From an optimization exercise on the open Yosys and OpenROAD flow, aimed at small area, a short achievable clock period and few clock cycles per item; shortcuts taken in it are not production practice.
Where RTL was checked, it was by simulation tests only, not by an equivalence proof against the original.
For run 2, only the layout was checked, not whether the RTL still works.
No driver is modelled on the clock port, so clocking that relies on it looks cheaper here than on a real chip.

## flow/flow/run.sh

```bash
#!/bin/bash
set -euo pipefail
W=$(pwd)
SETUP_MARGIN=6.5
cat > "$W/my_synth.tcl" <<EOT
proc abc {args} {
  set i [lsearch -exact \$args -script]
  if {\$i >= 0} { set args [lreplace \$args \$i [expr {\$i + 1}] -script $W/flow/abc_nf.script] }
  puts "abc with flow/abc_nf.script: \$args"
  yosys abc {*}\$args
}
source $W/synth_recipe.tcl
EOT
bash standard.sh SYNTH_SCRIPT="$W/my_synth.tcl" \
  BUFFER_PORTS_ARGS="-buffer_cell sky130_fd_sc_hd__buf_1" \
  SETUP_SLACK_MARGIN="$SETUP_MARGIN" finish > "$W/standard.log" 2>&1
```

## flow/flow/abc_nf.script

```
strash
&get -n
&fraig -x
&put
scorr
dc2
dretime
strash
&get -n
&dch -f
&nf -R 10
&put
buffer -c
topo
stime -c
upsize -c
dnsize -c
```

## flow/standard.sh

```bash
#!/bin/bash
# synth_recipe.tcl (not shown) runs the flow's synth.tcl, then flattens the netlist and writes it again
# the make line also repeats each setting of config.mk as NAME=value (left out here)
make -C /OpenROAD-flow-scripts/flow DESIGN_CONFIG=/design/flow/config.mk WORK_HOME=/design/flow/orfs CLKGATE_MAP_FILE= SYNTH_SCRIPT=/design/flow/synth_recipe.tcl "${@:-finish}"
```

## flow/config.mk

```make
export PLATFORM = sky130hd
export DESIGN_NAME = xu_aes
export DESIGN_NICKNAME = xu_aes
export VERILOG_FILES = /design/flow/design.v
export SDC_FILE = /design/flow/constraint.sdc
export NUM_CORES = 4
export LEC_CHECK = 0
export ABC_CLOCK_PERIOD_IN_PS = 5000
export CAP_MARGIN = 20
export CORE_MARGIN = 2
export CORE_UTILIZATION = 50
export CTS_BUF_LIST = sky130_fd_sc_hd__clkbuf_8
export CTS_CLUSTER_SIZE = 20
export PLACE_DENSITY = 0.7
export SETUP_SLACK_MARGIN = 5
export SLEW_MARGIN = 20
```

## flow/constraint.sdc

```tcl
create_clock -name core_clock -period 10.0 [get_ports {clk}]
set_input_delay 2.0000 -clock core_clock [delete_from_list [all_inputs] [get_ports {clk}]]
set_output_delay 2.0000 -clock core_clock [all_outputs]
set_load 0.01 [all_outputs]
```

## flow/design.v

```verilog
module xu_aes_sbox_top (
    input  wire [7:0]  a,
    output wire [17:0] m
);
  wire U0, U1, U2, U3, U4, U5, U6, U7;
  assign U0 = a[7];
  assign U1 = a[6];
  assign U2 = a[5];
  assign U3 = a[4];
  assign U4 = a[3];
  assign U5 = a[2];
  assign U6 = a[1];
  assign U7 = a[0];
  wire T1, T2, T3, T4, T5, T6, T7, T8, T9, T10, T11, T12;
  wire T13, T14, T15, T16, T17, T18, T19, T20, T21, T22, T23, T24;
  wire T25, T26, T27, M1, M2, M3, M4, M5, M6, M7, M8, M9;
  wire M10, M11, M12, M13, M14, M15, M16, M17, M18, M19, M20, M21;
  wire M22, M23, M24, M25, M26, M27, M28, M29, M30, M31, M32, M33;
  wire M34, M35, M36, M37, M38, M39, M40, M41, M42, M43, M44, M45;
  wire M46, M47, M48, M49, M50, M51, M52, M53, M54, M55, M56, M57;
  wire M58, M59, M60, M61, M62, M63;
  assign T1 = U0 ^ U3;
  assign T2 = U0 ^ U5;
  assign T3 = U0 ^ U6;
  assign T4 = U3 ^ U5;
  assign T5 = U4 ^ U6;
  assign T6 = T1 ^ T5;
  assign T7 = U1 ^ U2;
  assign T8 = U7 ^ T6;
  assign T9 = U7 ^ T7;
  assign T10 = T6 ^ T7;
  assign T11 = U1 ^ U5;
  assign T12 = U2 ^ U5;
  assign T13 = T3 ^ T4;
  assign T14 = T6 ^ T11;
  assign T15 = T5 ^ T11;
  assign T16 = T5 ^ T12;
  assign T17 = T9 ^ T16;
  assign T18 = U3 ^ U7;
  assign T19 = T7 ^ T18;
  assign T20 = T1 ^ T19;
  assign T21 = U6 ^ U7;
  assign T22 = T7 ^ T21;
  assign T23 = T2 ^ T22;
  assign T24 = T2 ^ T10;
  assign T25 = T20 ^ T17;
  assign T26 = T3 ^ T16;
  assign T27 = T1 ^ T12;
  assign M1 = T13 & T6;
  assign M2 = T23 & T8;
  assign M3 = T14 ^ M1;
  assign M4 = T19 & U7;
  assign M5 = M4 ^ M1;
  assign M6 = T3 & T16;
  assign M7 = T22 & T9;
  assign M8 = T26 ^ M6;
  assign M9 = T20 & T17;
  assign M10 = M9 ^ M6;
  assign M11 = T1 & T15;
  assign M12 = T4 & T27;
  assign M13 = M12 ^ M11;
  assign M14 = T2 & T10;
  assign M15 = M14 ^ M11;
  assign M16 = M3 ^ M2;
  assign M17 = M5 ^ T24;
  assign M18 = M8 ^ M7;
  assign M19 = M10 ^ M15;
  assign M20 = M16 ^ M13;
  assign M21 = M17 ^ M15;
  assign M22 = M18 ^ M13;
  assign M23 = M19 ^ T25;
  assign M24 = M22 ^ M23;
  assign M25 = M22 & M20;
  assign M26 = M21 ^ M25;
  assign M27 = M20 ^ M21;
  assign M28 = M23 ^ M25;
  assign M29 = M28 & M27;
  assign M30 = M26 & M24;
  assign M31 = M20 & M23;
  assign M32 = M27 & M31;
  assign M33 = M27 ^ M25;
  assign M34 = M21 & M22;
  assign M35 = M24 & M34;
  assign M36 = M24 ^ M25;
  assign M37 = M21 ^ M29;
  assign M38 = M32 ^ M33;
  assign M39 = M23 ^ M30;
  assign M40 = M35 ^ M36;
  assign M41 = M38 ^ M40;
  assign M42 = M37 ^ M39;
  assign M43 = M37 ^ M38;
  assign M44 = M39 ^ M40;
  assign M45 = M42 ^ M41;
  assign M46 = M44 & T6;
  assign M47 = M40 & T8;
  assign M48 = M39 & U7;
  assign M49 = M43 & T16;
  assign M50 = M38 & T9;
  assign M51 = M37 & T17;
  assign M52 = M42 & T15;
  assign M53 = M45 & T27;
  assign M54 = M41 & T10;
  assign M55 = M44 & T13;
  assign M56 = M40 & T23;
  assign M57 = M39 & T19;
  assign M58 = M43 & T3;
  assign M59 = M38 & T22;
  assign M60 = M37 & T20;
  assign M61 = M42 & T1;
  assign M62 = M45 & T4;
  assign M63 = M41 & T2;
  assign m[0] = M46;
  assign m[1] = M47;
  assign m[2] = M48;
  assign m[3] = M49;
  assign m[4] = M50;
  assign m[5] = M51;
  assign m[6] = M52;
  assign m[7] = M53;
  assign m[8] = M54;
  assign m[9] = M55;
  assign m[10] = M56;
  assign m[11] = M57;
  assign m[12] = M58;
  assign m[13] = M59;
  assign m[14] = M60;
  assign m[15] = M61;
  assign m[16] = M62;
  assign m[17] = M63;
endmodule
module xu_aes_sbox_bot (
    input  wire [17:0] m,
    output wire [7:0]  y
);
  wire M46, M47, M48, M49, M50, M51, M52, M53, M54, M55, M56, M57, M58, M59, M60, M61, M62, M63;
  assign M46 = m[0];
  assign M47 = m[1];
  assign M48 = m[2];
  assign M49 = m[3];
  assign M50 = m[4];
  assign M51 = m[5];
  assign M52 = m[6];
  assign M53 = m[7];
  assign M54 = m[8];
  assign M55 = m[9];
  assign M56 = m[10];
  assign M57 = m[11];
  assign M58 = m[12];
  assign M59 = m[13];
  assign M60 = m[14];
  assign M61 = m[15];
  assign M62 = m[16];
  assign M63 = m[17];
  wire L0, L1, L2, L3, L4, L5, L6, L7, L8, L9, L10, L11;
  wire L12, L13, L14, L15, L16, L17, L18, L19, L20, L21, L22, L23;
  wire L24, L25, L26, L27, L28, L29;
  assign L0 = M61 ^ M62;
  assign L1 = M50 ^ M56;
  assign L2 = M46 ^ M48;
  assign L3 = M47 ^ M55;
  assign L4 = M54 ^ M58;
  assign L5 = M49 ^ M61;
  assign L6 = M62 ^ L5;
  assign L7 = M46 ^ L3;
  assign L8 = M51 ^ M59;
  assign L9 = M52 ^ M53;
  assign L10 = M53 ^ L4;
  assign L11 = M60 ^ L2;
  assign L12 = M48 ^ M51;
  assign L13 = M50 ^ L0;
  assign L14 = M52 ^ M61;
  assign L15 = M55 ^ L1;
  assign L16 = M56 ^ L0;
  assign L17 = M57 ^ L1;
  assign L18 = M58 ^ L8;
  assign L19 = M63 ^ L4;
  assign L20 = L0 ^ L1;
  assign L21 = L1 ^ L7;
  assign L22 = L3 ^ L12;
  assign L23 = L18 ^ L2;
  assign L24 = L15 ^ L9;
  assign L25 = L6 ^ L10;
  assign L26 = L7 ^ L9;
  assign L27 = L8 ^ L10;
  assign L28 = L11 ^ L14;
  assign L29 = L11 ^ L17;
  assign y[7] = L6 ^ L24;
  assign y[6] = ~(L16 ^ L26);
  assign y[5] = ~(L19 ^ L28);
  assign y[4] = L6 ^ L21;
  assign y[3] = L20 ^ L22;
  assign y[2] = L25 ^ L29;
  assign y[1] = ~(L13 ^ L27);
  assign y[0] = ~(L6 ^ L23);
endmodule
module xu_aes_sbox (
    input  wire [7:0] a,
    output wire [7:0] y
);
  wire [17:0] m;
  xu_aes_sbox_top u_top (.a(a), .m(m));
  xu_aes_sbox_bot u_bot (.m(m), .y(y));
endmodule
module xu_aes (
    input  wire         clk,
    input  wire         rst,         
    input  wire         in_valid,
    output wire         in_ready,
    input  wire         in_key256,   
    input  wire [255:0] in_key,
    input  wire [127:0] in_block,
    output reg          out_valid,
    output wire [127:0] out_data
);
  function [7:0] xtime;
    input [7:0] b;
    xtime = {b[6:0], 1'b0} ^ (b[7] ? 8'h1b : 8'h00);
  endfunction
  localparam NC = 1;
  reg [NC-1:0] q_act;      
  reg [NC-1:0] q_k256;
  reg  [3:0]  q_rnd;       
  reg  [7:0]  q_rcon;
  reg         q_rot;       
  reg [127:0] q_state;
  reg [127:0] q_ka;        
  reg [127:0] q_kb;        
  reg         p_act;
  reg [NC-1:0] p_k256;
  reg  [3:0]  p_rnd;       
  reg [NC-1:0] p_last;     
  reg [NC-1:0] p_cont;     
  reg  [7:0]  p_rcon;
  reg         p_rot;
  reg [287:0] p_m;         
  reg  [71:0] p_km;        
  reg [127:0] p_ka;
  reg [127:0] p_kb;
  reg [127:0] r_out;       
  assign out_data = r_out;
  genvar gi;
  wire order_ok = !q_act[0] || !q_k256[0] || (q_rnd >= 4'd4);
  reg  r_ready;
  assign in_ready = r_ready;
  wire       lastq0     = q_k256[0] ? (q_rnd == 4'd13) : (q_rnd == 4'd9);
  wire       p_cont_n   = q_act[0] && !lastq0;
  wire       q_act_n    = p_cont[0] || (in_valid && order_ok);
  wire       q_k256_n   = p_cont[0] ? p_k256[0] : in_key256;
  wire [3:0] q_rnd_n    = p_cont[0] ? p_rnd : 4'd0;
  wire       order_ok_n = !q_act_n || !q_k256_n || (q_rnd_n >= 4'd4);
  always @(posedge clk) begin
    if (rst)
      r_ready <= 1'b1;
    else
      r_ready <= !p_cont_n && order_ok_n;
  end
  wire [127:0] act_w, k256_w;
  generate
    for (gi = 0; gi < 128; gi = gi + 1) begin : g_ctl
      assign act_w[gi]  = p_cont[gi * NC / 128];
      assign k256_w[gi] = p_k256[gi * NC / 128];
    end
  endgenerate
  wire [287:0] m_nxt;
  wire  [71:0] km_nxt;
  generate
    for (gi = 0; gi < 16; gi = gi + 1) begin : g_sa
      xu_aes_sbox_top u_top (.a(q_state[8*gi +: 8]), .m(m_nxt[18*gi +: 18]));
    end
    for (gi = 0; gi < 4; gi = gi + 1) begin : g_ka
      xu_aes_sbox_top u_top (.a(q_kb[96 + 8*gi +: 8]), .m(km_nxt[18*gi +: 18]));
    end
  endgenerate
  always @(posedge clk) begin
    if (rst)
      p_act <= 1'b0;
    else
      p_act <= q_act[0];
    p_k256 <= q_k256;
    p_rnd  <= q_rnd + 4'd1;
    p_last <= (q_k256 & {NC{q_rnd == 4'd13}}) | (~q_k256 & {NC{q_rnd == 4'd9}});
    if (rst)
      p_cont <= {NC{1'b0}};
    else
      p_cont <= q_act & ~((q_k256 & {NC{q_rnd == 4'd13}}) | (~q_k256 & {NC{q_rnd == 4'd9}}));
    p_rcon <= q_rcon;
    p_rot  <= q_rot;
    p_m    <= m_nxt;
    p_km   <= km_nxt;
    p_ka   <= q_ka;
    p_kb   <= q_kb;
  end
  wire [127:0] sb;
  wire  [31:0] ksub;
  generate
    for (gi = 0; gi < 16; gi = gi + 1) begin : g_sb
      xu_aes_sbox_bot u_bot (.m(p_m[18*gi +: 18]), .y(sb[8*gi +: 8]));
    end
    for (gi = 0; gi < 4; gi = gi + 1) begin : g_kb
      xu_aes_sbox_bot u_bot (.m(p_km[18*gi +: 18]), .y(ksub[8*gi +: 8]));
    end
  endgenerate
  wire [127:0] sr;
  generate
    for (gi = 0; gi < 16; gi = gi + 1) begin : g_shift
      assign sr[8*gi +: 8] = sb[8*((gi + 4*(gi % 4)) % 16) +: 8];
    end
  endgenerate
  wire [127:0] mx;
  generate
    for (gi = 0; gi < 4; gi = gi + 1) begin : g_mix
      wire [7:0] a0 = sr[32*gi +: 8];
      wire [7:0] a1 = sr[32*gi + 8 +: 8];
      wire [7:0] a2 = sr[32*gi + 16 +: 8];
      wire [7:0] a3 = sr[32*gi + 24 +: 8];
      wire [7:0] t  = a0 ^ a1 ^ a2 ^ a3;
      assign mx[32*gi +: 8]      = t ^ xtime(a0 ^ a1);
      assign mx[32*gi + 8 +: 8]  = t ^ xtime(a1 ^ a2);
      assign mx[32*gi + 16 +: 8] = t ^ xtime(a2 ^ a3);
      assign mx[32*gi + 24 +: 8] = t ^ xtime(a3 ^ a0);
    end
  endgenerate
  wire [31:0]  kw_rot  = {ksub[7:0], ksub[31:8]};
  wire [31:0]  rc      = {24'd0, p_rot ? p_rcon : 8'd0};
  wire [31:0]  k0      = p_ka[31:0] ^ rc;
  wire [31:0]  k1      = k0 ^ p_ka[63:32];
  wire [31:0]  k2      = k1 ^ p_ka[95:64];
  wire [31:0]  k3      = k2 ^ p_ka[127:96];
  wire [31:0]  kw_t    = p_rot ? kw_rot : ksub;
  wire [127:0] knext   = {k3, k2, k1, k0} ^ {4{kw_t}};
  wire [127:0] rkey    = (k256_w & p_kb) | (~k256_w & knext);
  wire [127:0] last_out  = sr ^ rkey;
  wire [127:0] round_out = last_out ^ mx;
  wire [127:0] state_nxt = (act_w & round_out) | (~act_w & (in_block ^ in_key[127:0]));
  wire [127:0] kb_in  = {in_key256 ? in_key[255:224] : in_key[127:96], in_key[223:128]};
  integer c;
  always @(posedge clk) begin
    for (c = 0; c < NC; c = c + 1) begin
      if (rst)
        q_act[c] <= 1'b0;
      else
        q_act[c] <= p_cont[c] || (in_valid && order_ok);
      q_k256[c] <= p_cont[c] ? p_k256[c] : in_key256;
    end
    if (rst)
      out_valid <= 1'b0;
    else
      out_valid <= p_act && p_last[0];
    q_state <= state_nxt;
    r_out   <= last_out;
    q_ka    <= (act_w & rkey) | (~act_w & in_key[127:0]);
    q_kb    <= (act_w & knext) | (~act_w & kb_in);
    if (p_cont[0]) begin
      q_rnd  <= p_rnd;
      q_rcon <= p_rot ? xtime(p_rcon) : p_rcon;
      q_rot  <= !p_k256[0] || !p_rot;
    end else begin
      q_rnd  <= 4'd0;
      q_rcon <= 8'h01;
      q_rot  <= 1'b1;
    end
  end
endmodule
```

==> results.toml, run 1 <==
[outcome]
status = "complete, no violations"

[sta]
slew_viol_final = 0
finalHoldViolations = 0
fin_setup_tns_ns = 0
rsz0062_at_grt = "true"
fmax_mhz = 279.4
relSlewSlack_pct = 22.35
worstMarginPinSlew_ns = 1.165
post-route-min-period_ns = 3.580
final-setup-viol-count = 0
finClkSkew_ns = 0.03672
fin_crit_sh_pct = 35.80

[global_routing]
track_usage_pct = 30.79
grt_first_pass_wirelength_um = 262000
grt_pass1_vias = 41140
overflow = 0
grt_start_max_net_pins = 170
antenna_found_initial = 7

[final_layout]
finalNonFillerCells = 8055
drive_gt1_share_pct = 14.61
design_area_um2 = 67770
nets = 6844
seq_area_um2 = 23400
final_common_cell = "xnor2_1"
areaGrowthSynthToFinish_pct = 21.05
n_fill_cell = 9323
layout_common_cells = "1216 x xnor2_1, 1085 x dfxtp_1, 815 x nor2_1"
multi_input_area_um2 = 35180

[logic_synthesis]
ys.flop_type = "dfxtp_1"
syn-mean-instance-area_um2 = 9.761
syn-num-nets = 6166
synth_warnings = 1
ys_types = 53
synthCells = 5736
async_flop_share_pct = 0
synth_edf_count = 0
yosysSeqAreaShare_pct = 41.55
syn_area_um2 = 55990
synth_seq_cells = 1162

[placement]
routabilityCongestion = 0.9962
placed_cells = 7625
numPortBuffers = 517
placed_cell_area_um2 = 59460
hpwl_um = 145400

[setup_path]
cpMostUsedCell = "xnor2_2"
criticalPathCategory = "reg -> reg"
crit_slowest_cell = "xnor3_2"
worst-path-buf-inv = 1
cp.arrival_ns = 4.29
crit_path_max_incr_delay_ns = 0.46
startpoint_type = "flip-flop"
end_kind = "flip-flop"
path_max_fanout = 3
critPathRequiredTime_ns = 10.71
path_cells = "xnor3_1 > xnor3_2 > mux2i_2 > xnor2_2 > buf_6 > xor3_2 > xnor2_2 > mux2_2 > xor2_2 > xor2_1 > xnor2_1 > o21ai_1"
cp_top_family = "XOR/XNOR gates"

[clock_network]
htree_levels = 4
clk_pin_slew_ns = 0.06
cts_tree = "built"
cts_num_sinks = 1162
cts_buffers = 187
clockBufferDepth = 3
clock_latency_ns = 0.88
cts_hold_buf = 0
clock_tree.root_cell = "clkbuf_8"

[routing]
ant_nets = 0
drt_pass1_iterations = 5
vias = 42000
totalWireLength_um = 184200
drc = 0
routedWlPerCell_um = 22.87
drt_iter0_markers = 3661
routed_via_density = 5.214

[flow_run]
max_cap_violations = 0

[floorplan]
dieArea_um2 = 114700
core-area_um2 = 110800
fp.dieW_um = 338.6
ioPinCount = 518
start_util_pct = 50.52
die_y_um = 338.6
rows = 122

[hold_path]
hp-class = "reg -> reg"
## per-stage QoR
step / hold slack [ns] / setup slack, ns / util (%)
final: 0.3074 / 6.420 / 61.15
after global routing: 0.3067 / 6.307 / 61.15
after CTS: 0.2946 / 6.417 / 59.16
after detailed placement: 0.3121 / 5.834 / 53.65
after global placement: 0.3097 / 5.799 / 53.65
after floorplan: 0.3096 / 6.514 / -
## kinds of logic (layout without fill, tap and decap cells)
family,Yosys count,after routing,synth area share (%)
AOI/OAI and AO/OA,743,743,7.234
xor gates and xnor gates,2268,2268,38.16
adders and majority gates,42,42,0.9386
buffers and inverters,215,1043,1.457
DFF,1162,1162,41.55
muxes,88,88,1.698
other,0,3,0
and+or+nand+nor,1218,1218,8.959
## cells in the mapped netlist (all sizes together) (3+ instances only)
| cell type | number | area, µm² |
|---|---|---|
| o211a | 11 | 110.1 |
| nand2 | 219 | 822.0 |
| xnor3 | 73 | 1647 |
| a21boi | 7 | 52.55 |
| nand2b | 29 | 181.4 |
| o21ai | 193 | 965.9 |
| a211oi | 4 | 30.03 |
| or2 | 12 | 75.07 |
| o21a | 11 | 82.58 |
| a22o | 5 | 43.79 |
| inv | 77 | 289.0 |
| buf | 24 | 97.59 |
| and2 | 42 | 262.8 |
| xor3 | 22 | 524.3 |
| mux2i | 52 | 545.5 |
| xnor2 | 1428 | 12590 |
| and3 | 7 | 43.79 |
| nor2 | 816 | 3063 |
| ha | 42 | 525.5 |
| nor3b | 4 | 30.03 |
| clkbuf | 113 | 425.4 |
| a31oi | 4 | 25.02 |
| dfxtp | 1162 | 23260 |
| nor3 | 3 | 15.01 |
| a21oi | 415 | 2081 |
| xor2 | 745 | 6608 |
| mux2 | 36 | 405.4 |
| o21bai | 12 | 90.09 |
| o211ai | 5 | 37.54 |
| nor2b | 72 | 450.4 |
| o22ai | 44 | 275.3 |
| a21o | 19 | 142.6 |
| nand3 | 12 | 60.06 |
| o2bb2ai | 7 | 61.31 |
## area by class of cell
cell class | instances | share of cell area, %
multi-input cells | 4359 | 51.91
flip-flops and latches | 1162 | 34.52
clock buffers | 231 | 4.691
repair buffers | 626 | 4.366
well taps | 1488 | 2.747
clock inverters | 108 | 1.318
inverters | 78 | 0.4357
diodes | 3 | 0.01108
## worst register-to-register path: stages, from the launching register on
cell and delay [ns]:
dfxtp_1 0.40, xnor3_1 0.42, xnor3_2 0.46, mux2i_2 0.22, xnor2_2 0.17, buf_6 0.17
xor3_2 0.45, xnor2_2 0.18, mux2_2 0.30, xor2_2 0.19, xor2_1 0.18, xnor2_1 0.21
o21ai_1 0.07
## worst paths after layout
path	cells after the start	slack, ns	to	from
hold / removal	0	0.31	p_kb[47]	q_kb[47]
setup / recovery	12	6.42	q_state[103]	p_km[10]
hold reg to reg	0	0.31	p_kb[47]	q_kb[47]
setup reg to reg	12	6.42	q_state[103]	p_km[10]
## layer usage
layer	global-route usage (%)	share of wire, %	vias to the layer above	routed length (µm)
li1	-	-	19680	-
met1	40.89	42	20160	77300
met2	48.58	45	1758	83740
met3	4.722	7.1	395	13120
met4	15.88	5.4	4	10020
met5	0	0.013	-	24
## sequential cells by signal (all words and copies together) (netlist names), 8 cells and up
register	count
p_km	72
q_rcon	8
q_ka	128
q_kb	128
p_kb	128
r_out	128
p_ka	128
p_rcon	8
q_state	128
p_m	288
## timing repair
action,in CTS,in global routing
setup endpoints to repair,334,258
gates resized for setup,274,305
gates cloned,0,0
setup buffers,46,41
pin swaps,54,60
Testbench counts, summed over its fixed seeds: cycles 24,800, blocks 2,048.
==> run 2, diff against run 1 <==
--- a/flow/design.v
+++ b/flow/design.v
@@ -236,3 +236,3 @@
   reg  [71:0] p_km;        
-  reg [127:0] p_ka;
+  reg [127:0] p_kp;        
   reg [127:0] p_kb;
@@ -263,2 +263,3 @@
   endgenerate
+  wire [31:0]  q_rc    = {24'd0, q_rot ? q_rcon : 8'd0};
   wire [287:0] m_nxt;
@@ -289,3 +290,6 @@
     p_km   <= km_nxt;
-    p_ka   <= q_ka;
+    p_kp   <= {q_ka[127:96] ^ q_ka[95:64] ^ q_ka[63:32] ^ q_ka[31:0] ^ q_rc,
+               q_ka[95:64] ^ q_ka[63:32] ^ q_ka[31:0] ^ q_rc,
+               q_ka[63:32] ^ q_ka[31:0] ^ q_rc,
+               q_ka[31:0] ^ q_rc};
     p_kb   <= q_kb;
@@ -323,7 +327,6 @@
   wire [31:0]  kw_rot  = {ksub[7:0], ksub[31:8]};
-  wire [31:0]  rc      = {24'd0, p_rot ? p_rcon : 8'd0};
-  wire [31:0]  k0      = p_ka[31:0] ^ rc;
-  wire [31:0]  k1      = k0 ^ p_ka[63:32];
-  wire [31:0]  k2      = k1 ^ p_ka[95:64];
-  wire [31:0]  k3      = k2 ^ p_ka[127:96];
+  wire [31:0]  k0      = p_kp[31:0];
+  wire [31:0]  k1      = p_kp[63:32];
+  wire [31:0]  k2      = p_kp[95:64];
+  wire [31:0]  k3      = p_kp[127:96];
   wire [31:0]  kw_t    = p_rot ? kw_rot : ksub;
--- a/flow/config.mk
+++ b/flow/config.mk
@@ -13,3 +13,3 @@
 export CTS_CLUSTER_SIZE = 20
-export PLACE_DENSITY = 0.7
+export PLACE_DENSITY = 0.6
 export SETUP_SLACK_MARGIN = 5
==> run 2 against run 1 <==
Effect of this change: worst setup slack improved by 0.091 ns; core utilization shrank 1.9 points; routed wire length up 3.6%; via count fell by 1.2%; global-route usage up 1.0 points; final cell count rose by 1.3%; register-to-register slack improved by 0.09 ns.
==> results.toml, run 2 <==
[logic_synthesis]
yosysMostFrequentCell = "xnor2_1"
synth_warnings = 1
ys_types = 63
ys_top_cells_by_count = "1416 x xnor2_1, 1162 x dfxtp_1, 793 x nor2_1, 793 x xor2_1, 439 x a21oi_1"
async_flop_share_pct = 0
syn-mean-instance-area_um2 = 9.697
synth_seq_cells = 1162
yosys.area.top_type = "dfxtp_1"
synth_top_area_share_pct = 40.83
ys.flop_type = "dfxtp_1"
netlist_top_cells_area = "dfxtp_1 41%, xnor2_1 22%, xor2_1 12%"
syn-num-nets = 6305
syn_area_um2 = 56970
yosysSeqAreaShare_pct = 40.83
synth_edf_count = 0
synthCells = 5875

[floorplan]
core-area_um2 = 112800
die_y_um = 341.6
start_util_pct = 50.50
rows = 123
dieArea_um2 = 116700
fp.dieW_um = 341.6
ioPinCount = 518

[routing]
drt_iter0_markers = 3346
drt_pass1_iterations = 5
routed_via_density = 5.087
drc = 0
totalWireLength_um = 190800
ant_nets = 0
vias = 41490
routedWlPerCell_um = 23.39

[setup_path]
startpoint_type = "flip-flop"
path_max_fanout = 4
end_kind = "flip-flop"
crit_slowest_cell = "mux2i_2"
r2r_slack_ns = 6.51
crit_path_end = "q_state[70]"
rr_endpoint = "q_state[70]"
r2r-start = "p_km[33]"
critPathLaunch = "p_km[33]"
path_cells = "xnor2_1 > xnor3_1 > xnor2_1 > mux2i_2 > xnor2_1 > nor2_1 > a21oi_1 > xnor2_1 > o21ai_1 > a21oi_1 > a21oi_1"
crit_path_max_incr_delay_ns = 0.54
cp_top_family = "XOR/XNOR gates"
cp.arrival_ns = 4.22
crit_cells = 11
worst-path-buf-inv = 0
reg2regPathDepth = 11
cpMostUsedCell = "xnor2_1"
criticalPathCategory = "reg -> reg"
critPathRequiredTime_ns = 10.73

[hold_path]
hp-class = "reg -> reg"

[clock_network]
clock_tree.root_cell = "clkbuf_8"
cts_tree = "built"
clockBufferDepth = 3
clock_latency_ns = 0.91
clk_pin_slew_ns = 0.06
htree_levels = 4
cts_buffers = 189
cts_hold_buf = 0
cts_num_sinks = 1162

[sta]
relSlewSlack_pct = 30.27
fin_crit_sh_pct = 34.88
finClkSkew_ns = 0.06104
setup_ws_ns = 6.512
fmax_mhz = 286.7
fin_setup_tns_ns = 0
rsz0062_at_grt = "true"
slew_viol_final = 0
hold-worst-slack_ns = 0.3026
post-route-min-period_ns = 3.488
finalHoldViolations = 0
final-setup-viol-count = 0
worstMarginPinSlew_ns = 1.046

[placement]
place_ws_ns = 6.210
hpwl_um = 154400
numPortBuffers = 517
routabilityCongestion = 0.9493

[flow_run]
max_cap_violations = 0

[final_layout]
drive_gt1_share_pct = 12.40
layout_common_cells = "1276 x xnor2_1, 1106 x dfxtp_1, 792 x nor2_1"
areaGrowthSynthToFinish_pct = 17.24
n_fill_cell = 10190
final_common_cell = "xnor2_1"
largest_reg_flops = 288
regMostFlops = "p_m"
nets = 6939

[global_routing]
overflow = 0
grt_start_max_net_pins = 96
antenna_found_initial = 6
track_usage_pct = 31.84
grt_pass1_vias = 41270
grt_first_pass_wirelength_um = 269800

[outcome]
status = "complete, no violations"
==> run 2: cell types whose count changed in the layout (fill, tap and decap cells not counted), moves of 23 or more <==
cell | previous run | this run
xor2_1 | 639 | 757
xnor2_1 | 1216 | 1276
o21ai_1 | 21 | 80
a21oi_1 | 383 | 426
buf_4 | 92 | 58
xor2_4 | 31 | 2
xnor2_2 | 181 | 209
mux2_2 | 34 | 9
nor2_1 | 815 | 792
==> run 2: what timing repair did <==
item	in CTS	in global routing
cloned	0	1
endpoints found under the setup margin	118	236
gates resized for setup	114	216
endpoints found under the hold margin	0	0
setup buffers	7	20
pin swaps	4	20
==> run 2: worst min-delay path by stage <==
stage / slack, ns / cells after the start / endpoint / start
floorplan: 0.31 / 0 / p_kb[0] / q_kb[0]
global placement: 0.31 / 0 / p_kb[24] / q_kb[24]
detailed placement: 0.31 / 0 / p_kb[33] / q_kb[33]
CTS: 0.30 / 0 / p_kb[40] / q_kb[40]
global route: 0.31 / 0 / p_kb[40] / q_kb[40]
finish: 0.30 / 0 / p_kb[40] / q_kb[40]
==> run 2: layout make-up <==
type	count	area (µm²)	share of cell area (%)
Inverter	96	364.1	0.5451
Sequential cell	1162	23340	34.94
Clock buffer	236	3248	4.863
Timing Repair Buffer	580	2474	3.703
Antenna cell	3	7.507	0.01124
Clock inverter	100	853.3	1.278
Tap cell	1500	1877	2.810
Multi-Input combinational cell	4480	34630	51.85
==> run 2: cell families after synthesis <==
group / after synthesis / synth area share (%)
buffers and inverters: 234 / 1.548
AOI/OAI and AO/OA: 827 / 8.020
xor gates and xnor gates: 2371 / 39.01
DFF: 1162 / 40.83
adders and majority gates: 42 / 0.9224
muxes: 52 / 0.9597
and+or+nand+nor: 1187 / 8.710
==> run 2: stage by stage <==
step / std cells / util, % / instance area (µm²)
floorplan: 5875 / - / 56970
global placement: 7790 / 53.70 / 60570
detailed placement: 7790 / 53.71 / 60590
CTS: 8133 / 57.87 / 65280
global route: 8155 / 59.21 / 66790
finish: 8157 / 59.21 / 66790
==> run 2: per-layer routing <==
layer	routed length [µm]	global-route usage, %
met4	7912	12.22
met3	9774	4.089
met2	86800	51.01
met1	86300	43.73
met5	10	0
==> run 3, diff against run 2 <==
--- a/flow/design.v
+++ b/flow/design.v
@@ -227,2 +227,3 @@
   reg [127:0] q_kb;        
+  reg  [31:0] q_kw;        
   reg         p_act;
@@ -271,3 +272,3 @@
     for (gi = 0; gi < 4; gi = gi + 1) begin : g_ka
-      xu_aes_sbox_top u_top (.a(q_kb[96 + 8*gi +: 8]), .m(km_nxt[18*gi +: 18]));
+      xu_aes_sbox_top u_top (.a(q_kw[8*gi +: 8]), .m(km_nxt[18*gi +: 18]));
     end
@@ -326,3 +327,2 @@
   endgenerate
-  wire [31:0]  kw_rot  = {ksub[7:0], ksub[31:8]};
   wire [31:0]  k0      = p_kp[31:0];
@@ -331,4 +331,3 @@
   wire [31:0]  k3      = p_kp[127:96];
-  wire [31:0]  kw_t    = p_rot ? kw_rot : ksub;
-  wire [127:0] knext   = {k3, k2, k1, k0} ^ {4{kw_t}};
+  wire [127:0] knext   = {k3, k2, k1, k0} ^ {4{ksub}};
   wire [127:0] rkey    = (k256_w & p_kb) | (~k256_w & knext);
@@ -337,3 +336,5 @@
   wire [127:0] state_nxt = (act_w & round_out) | (~act_w & (in_block ^ in_key[127:0]));
-  wire [127:0] kb_in  = {in_key256 ? in_key[255:224] : in_key[127:96], in_key[223:128]};
+  wire [31:0]  kw_in  = in_key256 ? in_key[255:224] : in_key[127:96];
+  wire         rot_n  = !p_k256[0] || !p_rot;       
+  wire [31:0]  kw_n   = rot_n ? {knext[103:96], knext[127:104]} : knext[127:96];
   integer c;
@@ -354,3 +355,4 @@
     q_ka    <= (act_w & rkey) | (~act_w & in_key[127:0]);
-    q_kb    <= (act_w & knext) | (~act_w & kb_in);
+    q_kb    <= (act_w & knext) | (~act_w & in_key[255:128]);
+    q_kw    <= p_cont[0] ? kw_n : {kw_in[7:0], kw_in[31:8]};
     if (p_cont[0]) begin
@@ -358,3 +360,3 @@
       q_rcon <= p_rot ? xtime(p_rcon) : p_rcon;
-      q_rot  <= !p_k256[0] || !p_rot;
+      q_rot  <= rot_n;
     end else begin
==> run 3 against run 2 <==
Effect of this change: clock skew about the same; first-iteration DRC count decreased by 1.6%; worst setup slack improved by 0.019 ns; register-to-register slack improved by 0.02 ns; still clean; critical path type unchanged.
==> results.toml, run 3 <==
[logic_synthesis]
yosys.area.top_type = "dfxtp_1"
synth_seq_cells = 1194
ys.flop_type = "dfxtp_1"
netlist_top_cells_area = "dfxtp_1 42%, xnor2_1 22%, xor2_1 13%"
synth_top_area_share_pct = 41.81
synth_warnings = 1
ys_top_cells_by_count = "1460 x xnor2_1, 1194 x dfxtp_1, 853 x nor2_1, 838 x xor2_1, 457 x a21oi_1"
async_flop_share_pct = 0
syn-num-nets = 6389
ys_types = 55
syn_area_um2 = 57170
syn-mean-instance-area_um2 = 9.594
yosysSeqAreaShare_pct = 41.81
yosysMostFrequentCell = "xnor2_1"
synthCells = 5959
synth_edf_count = 0

[sta]
slew_viol_final = 0
fmax_mhz = 288.2
setup_ws_ns = 6.530
finClkSkew_ns = 0.06056
worstMarginPinSlew_ns = 1.058
fin_setup_tns_ns = 0
relSlewSlack_pct = 28.97
post-route-min-period_ns = 3.470
hold-worst-slack_ns = 0.2975
finalHoldViolations = 0
final-setup-viol-count = 0
rsz0062_at_grt = "true"
fin_crit_sh_pct = 34.70

[floorplan]
ioPinCount = 518
start_util_pct = 50.20
rows = 124
die_y_um = 342.1
fp.dieW_um = 342.1
dieArea_um2 = 117100
core-area_um2 = 113900

[placement]
hpwl_um = 151900
numPortBuffers = 517
place_ws_ns = 6.235
routabilityCongestion = 0.9502

[routing]
routedWlPerCell_um = 22.85
drt_pass1_iterations = 6
drt_iter0_markers = 3292
ant_nets = 0
totalWireLength_um = 189000
drc = 0
routed_via_density = 5.072
vias = 41950

[global_routing]
grt_first_pass_wirelength_um = 267800
track_usage_pct = 31.38
antenna_found_initial = 8
grt_start_max_net_pins = 175
grt_pass1_vias = 41080
overflow = 0

[hold_path]
holdCritStartpoint = "q_kb[63]"
holdPathStages = 0
min_to = "p_kb[63]"
hp-class = "reg -> reg"

[setup_path]
path_cells = "xor2_2 > xnor2_2 > xor2_1 > xor2_2 > xor2_4 > xnor2_2 > xnor2_1 > xor2_1 > nand2_1 > o21ai_0"
r2r_slack_ns = 6.53
critPathRequiredTime_ns = 10.66
end_kind = "flip-flop"
startpoint_type = "flip-flop"
crit_path_max_incr_delay_ns = 0.56
r2r-start = "p_m[69]"
cp.arrival_ns = 4.13
crit_slowest_cell = "xor2_2"
reg2regPathDepth = 10
path_max_fanout = 5
criticalPathCategory = "reg -> reg"
rr_endpoint = "q_state[55]"

[final_layout]
final_common_cell = "xnor2_1"
layout_common_cells = "1314 x xnor2_1, 1146 x dfxtp_1, 851 x nor2_1"
drive_gt1_share_pct = 11.42
largest_reg_flops = 288
utilization_pct = 58.96
n_fill_cell = 10170
regMostFlops = "p_m"
nets = 7023
areaGrowthSynthToFinish_pct = 17.45

[clock_network]
cts_hold_buf = 0
clockBufferDepth = 3
clock_latency_ns = 0.91
htree_levels = 4
cts_buffers = 197
cts_tree = "built"
clock_tree.root_cell = "clkbuf_8"
clk_pin_slew_ns = 0.06
cts_num_sinks = 1194

[outcome]
status = "complete, no violations"

[flow_run]
max_cap_violations = 0
## run 3: cell count changes after synthesis, sizes merged, moves of 11 or more
| cell | before | now |
|---|---|---|
| o21ai | 233 | 174 |
| a22o | 6 | 17 |
| xnor2 | 1506 | 1517 |
| clkbuf | 120 | 134 |
| a21oi | 442 | 457 |
| o221ai | 1 | 21 |
| xnor3 | 34 | 12 |
| dfxtp | 1162 | 1194 |
| mux2i | 40 | 16 |
| a21o | 35 | 23 |
| and2 | 52 | 33 |
| xor2 | 829 | 869 |
| nor2 | 801 | 858 |
## run 3: area by class of cell
cell class              instances  area, µm²  share of cell area, %
clock inverters               119      953.4                  1.420
multi-input cells            4522      34150                  50.85
flip-flops and latches       1194      23980                  35.71
clock buffers                 241       3317                  4.940
repair buffers                579       2477                  3.689
well taps                    1512       1892                  2.817
inverters                      99      371.6                 0.5534
diodes                          5      12.51                0.01863
## run 3: per-layer routing
metal  global-route usage [%]  part of all wire, %  vias to the layer above
li1                         -                    -                    20230
met1                    42.37                   44                    19970
met2                    51.04                   46                     1455
met3                    4.239                  5.7                      297
met4                    11.79                  3.8                        0
met5                        0                    0                        -
## run 3: kinds of logic (layout without fill, tap and decap cells)
group	count (synthesis)	in the layout	synth area share, %
xor+xnor	2398	2398	38.20
simple gates	1245	1245	8.967
flops	1194	1194	41.81
compound gates	803	803	7.842
buf+inv	243	1038	1.613
fa+ha+maj	42	42	0.9192
mux	34	34	0.6478
other cells	0	5	0
## run 3: repair_timing
item,4_1_cts,5_1_grt
setup buffers,2,31
resized for setup,98,203
pin swaps,2,23
endpoints found under the setup margin,100,221
endpoints found under the hold margin,0,0
## run 3: worst max path at each step
stage | depth (start not counted) | startpoint | slack (ns) | end
6_report | 10 | p_m[69] | 6.53 | q_state[55]
3_5_place_dp | 12 | q_state[119] | 6.23 | p_m[268]
3_3_place_gp | 12 | q_state[119] | 6.24 | p_m[268]
2_1_floorplan | 13 | q_state[119] | 6.81 | p_m[268]
4_1_cts | 10 | p_km[15] | 6.45 | q_state[32]
5_1_grt | 10 | p_m[123] | 6.43 | q_state[111]
## run 3: metrics by stage
step	cell area, µm²	cells
6_report	67150	8271
5_1_grt	67140	8267
4_1_cts	65530	8235
3_5_place_dp	60820	7873
3_3_place_gp	60820	7873
2_1_floorplan	57170	5959
## run 3: worst max-delay path, delay by kind of cell (launching register included)
| family | cells | cell delay, ns |
|---|---|---|
| XOR/XNOR | 8 | 2.58 |
| AO/OA/AOI/OAI | 1 | 0.20 |
| AND/OR/NAND/NOR | 1 | 0.08 |
| flip-flops | 1 | 0.39 |
Testbench counts of run 3, summed over its fixed seeds: cycles 24,800, blocks 2,048.
==> run 4, diff against run 3 <==
--- a/flow/config.mk
+++ b/flow/config.mk
@@ -11,4 +11,2 @@
 export CORE_UTILIZATION = 50
-export CTS_BUF_LIST = sky130_fd_sc_hd__clkbuf_8
-export CTS_CLUSTER_SIZE = 20
 export PLACE_DENSITY = 0.6
==> run 4 against run 3 <==
Effect of this change: still clean; highest routed layer unchanged; clock skew fell by 0.029 ns; fmax fell by 3.6%; core utilization barely moved; via count fell by 0.92%; worst setup slack worse by 0.13 ns; clock-buffer cell count decreased by 62.
==> results.toml, run 4 <==
[setup_path]
rr_endpoint = "q_state[113]"
critPathRequiredTime_ns = 10.59
end_kind = "flip-flop"
startpoint_type = "flip-flop"
worst-path-buf-inv = 0
crit_path_max_incr_delay_ns = 0.90
reg2regPathDepth = 9
crit_slowest_cell = "xnor2_1"
r2r_slack_ns = 6.40
cpMostUsedCell = "xnor2_1"
path_max_fanout = 4
cp.arrival_ns = 4.19
r2r-start = "p_m[33]"
criticalPathCategory = "reg -> reg"
path_cells = "xor2_2 > xnor2_1 > xnor2_1 > xnor2_1 > xnor2_1 > xnor2_1 > xnor2_1 > xnor2_1 > a21oi_1"
cp_top_family = "XOR/XNOR gates"

[final_layout]
multi_input_area_um2 = 34170
seq_area_um2 = 23950
layout_common_cells = "1311 x xnor2_1, 1160 x dfxtp_1, 850 x nor2_1"
drive_gt1_share_pct = 9.491
nets = 6952
largest_reg_flops = 288
n_fill_cell = 10140
final_common_cell = "xnor2_1"
areaGrowthSynthToFinish_pct = 17.48
design_area_um2 = 67170
regMostFlops = "p_m"

[logic_synthesis]
synthAdderAreaFrac_pct = 0.9192
synth_warnings = 1
netlist_top_cells_area = "dfxtp_1 42%, xnor2_1 22%, xor2_1 13%"
synthSimpleGateAreaFrac_pct = 8.967
yosysSeqAreaShare_pct = 41.81
ys_top_cells_by_count = "1460 x xnor2_1, 1194 x dfxtp_1, 853 x nor2_1, 838 x xor2_1, 457 x a21oi_1"
synth_top_family_by_area = "XOR/XNOR gates"
syn-mean-instance-area_um2 = 9.594
synth_seq_cells = 1194
synthCells = 5959
syn_area_um2 = 57170
ys_types = 55
async_flop_share_pct = 0
yosys.area.top_type = "dfxtp_1"
synth_top_area_share_pct = 41.81
synth_mux_area_share_pct = 0.6478
synth-compound-area-share_pct = 7.842
ys.flop_type = "dfxtp_1"
synth_xor_area_share_pct = 38.20
yosysMostFrequentCell = "xnor2_1"
syn-num-nets = 6389
synth_edf_count = 0

[sta]
rsz0062_at_grt = "true"
post-route-min-period_ns = 3.600
hold-worst-slack_ns = 0.3122
finClkSkew_ns = 0.03183
relSlewSlack_pct = 22.94
slew_viol_final = 0
setup_ws_ns = 6.400
finalHoldViolations = 0
final-setup-viol-count = 0
worstMarginPinSlew_ns = 1.148
fin_setup_tns_ns = 0
fmax_mhz = 277.8
fin_crit_sh_pct = 36.00

[floorplan]
rows = 124
fp.dieW_um = 342.1
ioPinCount = 518
core-area_um2 = 113900
die_y_um = 342.1
start_util_pct = 50.20
dieArea_um2 = 117100

[routing]
drt_iter0_markers = 3120
drt_pass1_iterations = 7
drc = 0
routed_via_density = 5.105
vias = 41570
wl_met2_um = 87360
ant_nets = 0
routedWlPerCell_um = 23.19
routed-wl-met3_um = 11410
m1WireLength_um = 82830
top_layer_used = "met4"
totalWireLength_um = 188800

[placement]
place_ws_ns = 6.235
hpwl_um = 151900
placed_cell_area_um2 = 60820
numPortBuffers = 517
routabilityCongestion = 0.9502

[outcome]
status = "complete, no violations"

[global_routing]
overflow = 0
grt_first_pass_wirelength_um = 267400
antenna_found_initial = 7
grt_pass1_vias = 40620
grt_start_max_net_pins = 175
track_usage_pct = 31.38

[clock_network]
clock_latency_ns = 0.77
clk_pin_slew_ns = 0.06
cts_tree = "built"
clock_tree.root_cell = "clkbuf_16"
cts_num_sinks = 1194
cts_hold_buf = 0
cts_buffers = 130
htree_levels = 4
clockBufferDepth = 3

[flow_run]
max_cap_violations = 0

[hold_path]
min_to = "p_kb[75]"
hp-class = "reg -> reg"
holdPathStages = 0
holdCritStartpoint = "q_kb[75]"
## run 4: changes by cell type in the layout (fill, tap and decap cells not counted), sizes merged
cell,delta
clkbuf,-62
inv,-60
buf,-4
bufinv,-4
clkinv,+4
clkinvlp,-1
diode,-1
## run 4: repair_timing
action	CTS	global route
gates resized for setup	51	204
hold endpoints to repair	0	0
pin swaps	3	20
setup endpoints to repair	72	215
buffers inserted	4	25
## run 4: worst register-to-register path, delay by kind of cell (launching register included)
family / cells / cell delay, ns
xor gates and xnor gates: 8 / 2.87
AOI/OAI and AO/OA: 1 / 0.19
DFF: 1 / 0.39
## run 4: logic make-up (layout without fill, tap and decap cells)
group                    after synthesis  after routing
other                                  0              4
AND/OR/NAND/NOR                     1245           1245
flip-flops                          1194           1194
multiplexers                          34             34
XOR/XNOR                            2398           2398
adder cells (fa/ha/maj)               42             42
buffers and inverters                243            911
AO/OA/AOI/OAI                        803            803
## run 4: final cells by class
class                           instances  area share [%]
Multi-Input combinational cell       4522           50.87
Antenna cell                            4         0.01490
Sequential cell                      1194           35.66
Clock buffer                          179           5.447
Clock inverter                         58           1.056
Inverter                               99          0.5533
Tap cell                             1512           2.817
Timing Repair Buffer                  575           3.586
## run 4: routing by layer
layer	global-route usage (%)	vias up
met2	50.98	1387
li1	-	20080
met4	11.68	0
met5	0	-
met3	4.133	270
met1	42.55	19840
## run 4: worst max path at each step
| stage | cells after the start | start | to |
|---|---|---|---|
| after detailed placement | 12 | q_state[119] | p_m[268] |
| after global placement | 12 | q_state[119] | p_m[268] |
| after global routing | 10 | p_km[0] | q_state[69] |
| after floorplan | 13 | q_state[119] | p_m[268] |
| after CTS | 10 | p_km[15] | q_state[32] |
| final | 9 | p_m[33] | q_state[113] |
## run 4: stage by stage
stage	utilization, %	cells
after floorplan	-	5959
after global placement	53.41	7873
after detailed placement	53.41	7873
after CTS	57.59	8114
after global routing	58.97	8139
final	58.98	8143
==> run 5, diff against run 4 <==
--- a/flow/config.mk
+++ b/flow/config.mk
@@ -11,2 +11,4 @@
 export CORE_UTILIZATION = 50
+export CTS_BUF_LIST = sky130_fd_sc_hd__clkbuf_4 sky130_fd_sc_hd__clkbuf_8
+export CTS_CLUSTER_SIZE = 20
 export PLACE_DENSITY = 0.6
==> run 5 against run 4 <==
Effect of this change: still clean on timing, DRC and antenna; core utilization is 0.21 points higher; die area unchanged; fmax grew 3.6%; non-clock buffer count is 5 higher; register-to-register slack improved by 0.12 ns; via count rose by 1.4%; synthesized cell count unchanged; worst setup slack improved by 0.12 ns; critical path type unchanged; largest cell class unchanged.
==> results.toml, run 5 <==
[outcome]
status = "complete, no violations"

[clock_network]
clockBufferDepth = 3
clock_latency_ns = 0.91
cts_buffers = 197
cts_num_sinks = 1194
clock_tree.root_cell = "clkbuf_8"
cts_tree = "built"
htree_levels = 4
cts_hold_buf = 0
clk_pin_slew_ns = 0.06

[sta]
finalHoldViolations = 0
rsz0062_at_grt = "true"
fin_setup_tns_ns = 0
fin_crit_sh_pct = 34.75
relSlewSlack_pct = 24.70
finClkSkew_ns = 0.06015
slew_viol_final = 0
final-setup-viol-count = 0
post-route-min-period_ns = 3.475
worstMarginPinSlew_ns = 1.126
fmax_mhz = 287.8
setup_ws_ns = 6.525

[floorplan]
rows = 124
dieArea_um2 = 117100
fp.dieW_um = 342.1
ioPinCount = 518
die_y_um = 342.1
start_util_pct = 50.20
core-area_um2 = 113900

[logic_synthesis]
syn-num-nets = 6389
yosysSeqAreaShare_pct = 41.81
yosys.area.top_type = "dfxtp_1"
synth_warnings = 1
synth_mux_area_share_pct = 0.6478
synthAdderAreaFrac_pct = 0.9192
ys_top_cells_by_count = "1460 x xnor2_1, 1194 x dfxtp_1, 853 x nor2_1, 838 x xor2_1, 457 x a21oi_1"
netlist_top_cells_area = "dfxtp_1 42%, xnor2_1 22%, xor2_1 13%"
synth_edf_count = 0
synthSimpleGateAreaFrac_pct = 8.967
ys.flop_type = "dfxtp_1"
synth_xor_area_share_pct = 38.20
syn-mean-instance-area_um2 = 9.594
synth_top_area_share_pct = 41.81
async_flop_share_pct = 0
synth_top_family_by_area = "XOR/XNOR gates"
yosysMostFrequentCell = "xnor2_1"
synth-compound-area-share_pct = 7.842
synthCells = 5959
ys_types = 55
syn_area_um2 = 57170
synth_seq_cells = 1194

[final_layout]
layout_common_cells = "1313 x xnor2_1, 1145 x dfxtp_1, 851 x nor2_1"
multi_input_area_um2 = 34160
design_area_um2 = 67410
final_common_cell = "xnor2_1"
finalNonFillerCells = 8275
nets = 7024
areaGrowthSynthToFinish_pct = 17.91
largest_reg_flops = 288
seq_area_um2 = 23980
drive_gt1_share_pct = 12.36
regMostFlops = "p_m"
n_fill_cell = 10130

[global_routing]
antenna_found_initial = 9
track_usage_pct = 31.38
grt_first_pass_wirelength_um = 267800
grt_start_max_net_pins = 175
grt_pass1_vias = 41140
overflow = 0

[routing]
vias = 42140
ant_nets = 0
drc = 0
routedWlPerCell_um = 22.88
routed_via_density = 5.092
drt_pass1_iterations = 5
drt_iter0_markers = 3095
totalWireLength_um = 189300

[setup_path]
startpoint_type = "flip-flop"
crit_path_max_incr_delay_ns = 0.54
end_kind = "flip-flop"
cp_top_family = "XOR/XNOR gates"
critPathRequiredTime_ns = 10.66
cp.arrival_ns = 4.14
path_cells = "xor2_2 > xnor2_2 > xor2_1 > xor2_2 > xor2_4 > xnor2_2 > xnor2_1 > xor2_1 > nand2_1 > o21ai_0"
worst-path-buf-inv = 0
criticalPathCategory = "reg -> reg"
crit_slowest_cell = "xor2_2"
path_max_fanout = 5

[hold_path]
hp-class = "reg -> reg"

[placement]
placed_cells = 7873
place_ws_ns = 6.235
routabilityCongestion = 0.9502
numPortBuffers = 517
placed_cell_area_um2 = 60820
hpwl_um = 151900

[flow_run]
max_cap_violations = 0
==> run 5: cell count changes in the layout (fill, tap and decap cells not counted), moves of 11 or more <==
cell | before | now
clkbuf_16 | 131 | 0
clkbuf_8 | 20 | 241
buf_2 | 0 | 30
clkbuf_1 | 28 | 0
clkbuf_4 | 0 | 61
dfxtp_2 | 32 | 43
buf_1 | 517 | 486
dfxtp_1 | 1160 | 1145
==> run 5: worst reg2reg max path, cell delays in order (launching register included) <==
cell and delay, ns:
dfxtp_1 0.39, xor2_2 0.37, xnor2_2 0.21, xor2_1 0.41, xor2_2 0.55, xor2_4 0.24
xnor2_2 0.43, xnor2_1 0.19, xor2_1 0.19, nand2_1 0.08, o21ai_0 0.20
==> run 5: path summary, 6_finish.rpt <==
path                            startpoint           to  slack, ns  cells after the start
worst max-delay path               p_m[69]  q_state[55]       6.53                     10
worst min-delay path              q_kb[63]     p_kb[63]       0.30                      0
worst max register to register     p_m[69]  q_state[55]       6.53                     10
worst min register to register    q_kb[63]     p_kb[63]       0.30                      0
==> run 5: final cells by class <==
| cell class | count | share of cell area [%] |
|---|---|---|
| flip-flops and latches | 1194 | 35.57 |
| multi-input cells | 4522 | 50.68 |
| inverters | 99 | 0.5513 |
| diodes | 8 | 0.02970 |
| repair buffers | 580 | 3.690 |
| clock inverters | 58 | 1.075 |
| clock buffers | 302 | 5.600 |
| well taps | 1512 | 2.806 |
==> run 5: what timing repair did <==
action	4_1_cts	5_1_grt
resized for setup	100	205
buffers inserted	2	32
endpoints found under the setup margin	103	219
pin swaps	2	23
==> run 5: metal layers <==
layer  vias up  GRT usage [%]  wire length, µm
met5         -              0                0
met4         0          11.76             6920
met3       290          4.300            11400
met2      1525          50.96            87390
met1     20080          42.41            83640
li1      20250              -                -
==> run 5: logic make-up (layout without fill, tap and decap cells) <==
| kind of cell | after synthesis | after routing |
|---|---|---|
| XOR/XNOR | 2398 | 2398 |
| buffers and inverters | 243 | 1039 |
| AND/OR/NAND/NOR | 1245 | 1245 |
| adder cells (fa/ha/maj) | 42 | 42 |
| flip-flops | 1194 | 1194 |
| AO/OA/AOI/OAI | 803 | 803 |
| other | 0 | 8 |
| multiplexers | 34 | 34 |
==> run 5: per-stage QoR <==
step	util (%)	hold slack [ns]
floorplan	-	0.3096
finish	59.19	0.3005
CTS	57.74	0.2979
global placement	53.41	0.3095
global route	59.18	0.2993
detailed placement	53.41	0.3121
==> run 6, diff against run 5 <==
--- a/flow/flow/run.sh
+++ b/flow/flow/run.sh
@@ -15,2 +15,4 @@
   BUFFER_PORTS_ARGS="-buffer_cell sky130_fd_sc_hd__buf_1" \
-  SETUP_SLACK_MARGIN="$SETUP_MARGIN" finish > "$W/standard.log" 2>&1
+  SETUP_SLACK_MARGIN="$SETUP_MARGIN" \
+  CTS_ARGS="-sink_clustering_enable -repair_clock_nets -buf_list sky130_fd_sc_hd__clkbuf_8 -sink_clustering_size 20 -dont_use_dummy_load" \
+  finish > "$W/standard.log" 2>&1
--- a/flow/config.mk
+++ b/flow/config.mk
@@ -11,3 +11,3 @@
 export CORE_UTILIZATION = 50
-export CTS_BUF_LIST = sky130_fd_sc_hd__clkbuf_4 sky130_fd_sc_hd__clkbuf_8
+export CTS_BUF_LIST = sky130_fd_sc_hd__clkbuf_8
 export CTS_CLUSTER_SIZE = 20
==> run 6 against run 5 <==
Effect of this change: global-route usage fell by 0.094 points; worst hold slack got worse by 0.044 ns; core utilization fell by 1.6 points.
==> results.toml, run 6 <==
[logic_synthesis]
synth_top_area_share_pct = 41.81
async_flop_share_pct = 0
yosysMostFrequentCell = "xnor2_1"
yosys.area.top_type = "dfxtp_1"
synth_seq_cells = 1194
yosysSeqAreaShare_pct = 41.81
synth_warnings = 1
ys_top_cells_by_count = "1460 x xnor2_1, 1194 x dfxtp_1, 853 x nor2_1, 838 x xor2_1, 457 x a21oi_1"
synthCells = 5959
ys.flop_type = "dfxtp_1"
syn-num-nets = 6389
synth_edf_count = 0
syn-mean-instance-area_um2 = 9.594
netlist_top_cells_area = "dfxtp_1 42%, xnor2_1 22%, xor2_1 13%"
syn_area_um2 = 57170
ys_types = 55

[sta]
fin_crit_sh_pct = 34.62
finClkSkew_ns = 0.1147
rsz0062_at_grt = "true"
final-setup-viol-count = 0
worstMarginPinSlew_ns = 1.087
hold-worst-slack_ns = 0.2562
finalHoldViolations = 0
fin_setup_tns_ns = 0
fmax_mhz = 288.8
post-route-min-period_ns = 3.462
slew_viol_final = 0
relSlewSlack_pct = 27.39

[routing]
drc = 0
routedWlPerCell_um = 23.22
drt_iter0_markers = 3111
ant_nets = 0
totalWireLength_um = 188400
drt_pass1_iterations = 6
routed_via_density = 5.128
vias = 41600

[floorplan]
dieArea_um2 = 117100
rows = 124
start_util_pct = 50.20
ioPinCount = 518
die_y_um = 342.1
core-area_um2 = 113900
fp.dieW_um = 342.1

[placement]
numPortBuffers = 517
placed_cell_area_um2 = 60820
routabilityCongestion = 0.9502
placed_cells = 7873
hpwl_um = 151900

[global_routing]
grt_pass1_vias = 40740
grt_first_pass_wirelength_um = 266600
track_usage_pct = 31.28
antenna_found_initial = 8
overflow = 0
grt_start_max_net_pins = 175

[setup_path]
path_max_fanout = 5
critPathRequiredTime_ns = 10.62
reg2regPathDepth = 10
criticalPathCategory = "reg -> reg"
crit_slowest_cell = "xor2_2"
crit_cells = 10
cp_top_family = "XOR/XNOR gates"
startpoint_type = "flip-flop"
end_kind = "flip-flop"
cpMostUsedCell = "xor2_2"
r2r_slack_ns = 6.54
rr_endpoint = "q_state[55]"
worst-path-buf-inv = 0
cp.arrival_ns = 4.08
path_cells = "xor2_2 > xnor2_2 > xor2_1 > xor2_2 > xor2_2 > xnor2_2 > xnor2_1 > xor2_1 > nand2_1 > o21ai_0"
crit_path_max_incr_delay_ns = 0.50
r2r-start = "p_m[69]"

[hold_path]
min_to = "p_kb[63]"
hp-class = "reg -> reg"
holdCritStartpoint = "q_kb[63]"
holdPathStages = 0

[final_layout]
seq_area_um2 = 23960
final_common_cell = "xnor2_1"
finalNonFillerCells = 8112
areaGrowthSynthToFinish_pct = 14.69
n_fill_cell = 10310
nets = 7025
layout_common_cells = "1315 x xnor2_1, 1152 x dfxtp_1, 851 x nor2_1"
utilization_pct = 57.58
regMostFlops = "p_m"
multi_input_area_um2 = 34160
largest_reg_flops = 288
drive_gt1_share_pct = 9.722
design_area_um2 = 65570

[clock_network]
clock_latency_ns = 0.91
htree_levels = 4
clk_pin_slew_ns = 0.06
clock_tree.root_cell = "clkbuf_8"
cts_buffers = 197
cts_tree = "built"
clockBufferDepth = 3
cts_num_sinks = 1194
cts_hold_buf = 0

[outcome]
status = "complete, no violations"

[flow_run]
max_cap_violations = 0
## run 6: cell type report
class | count | area share (%)
flip-flops and latches | 1194 | 36.55
repair buffers | 581 | 3.750
diodes | 7 | 0.02671
inverters | 99 | 0.5667
multi-input cells | 4522 | 52.09
well taps | 1512 | 2.885
clock buffers | 197 | 4.135
## run 6: metrics by stage
step | setup WS, ns
after floorplan | 6.806
after global placement | 6.235
after detailed placement | 6.235
after CTS | 6.449
after global routing | 6.419
final | 6.538
## run 6: worst max-delay path by stage
stage	start	endpoint	slack [ns]
after floorplan	q_state[119]	p_m[268]	6.81
after global placement	q_state[119]	p_m[268]	6.24
after detailed placement	q_state[119]	p_m[268]	6.23
after CTS	p_km[15]	q_state[32]	6.45
after global routing	q_kw[29]	p_km[63]	6.42
final	p_m[69]	q_state[55]	6.54
## run 6: kinds of logic after synthesis
group,after synthesis,share of synthesized area (%)
compound gates,803,7.842
xor+xnor,2398,38.20
fa+ha+maj,42,0.9192
buf+inv,243,1.613
flops,1194,41.81
mux,34,0.6478
simple gates,1245,8.967
## run 6: timing repair
item	4_1_cts	5_1_grt
resized for setup	69	200
setup buffers	2	33
pin swaps	2	25
setup endpoints to repair	89	202
## run 6: routing by layer
| layer | vias to the layer above | GRT usage, % | part of all wire, % |
|---|---|---|---|
| li1 | 20080 | - | - |
| met1 | 19760 | 42.24 | 44 |
| met2 | 1456 | 50.79 | 46 |
| met3 | 302 | 4.472 | 6.6 |
| met4 | 0 | 11.58 | 3.6 |
| met5 | - | 0 | 0 |

-- separate check: timing with driven ports --
How much do the figures lean on ideal ports? The routed layouts below were timed once more, with nothing changed but the port constraints. Step 1 sets driving cells, clkbuf_16 on the clock port and buf_2 on the other inputs (assumed; they add their load-dependent delay and slew). Step 2 times the ports against the registers' clock, not the clock port: input delays grow and output delays shrink by t, the midpoint of the rising clock arrivals with the driver on. Three values: ideal, step 1, step 2; two values: the first two.
run	shift t [ns]	setup WS [ns]	worst setup path after step 2	worst slew at a driven data input, ns
run 1	0.927	6.420 / 6.420 / 6.419	input to register	0.14
run 2	0.957	6.512 / 6.477 / 6.286	input to register	0.11
run 3	0.955	6.530 / 6.485 / 6.246	input to register	0.19
run 4	0.829	6.400 / 6.400 / 6.247	input to register	0.18
run 5	0.958	6.525 / 6.471 / 6.235	input to register	0.18
run 6	0.925	6.538 / 6.474 / 6.201	input to register	0.21
After both steps setup and hold are still met in every run listed. The setup slack of run 6, which loses most, moves by -0.064 ns with the drivers and by -0.337 ns with both steps.
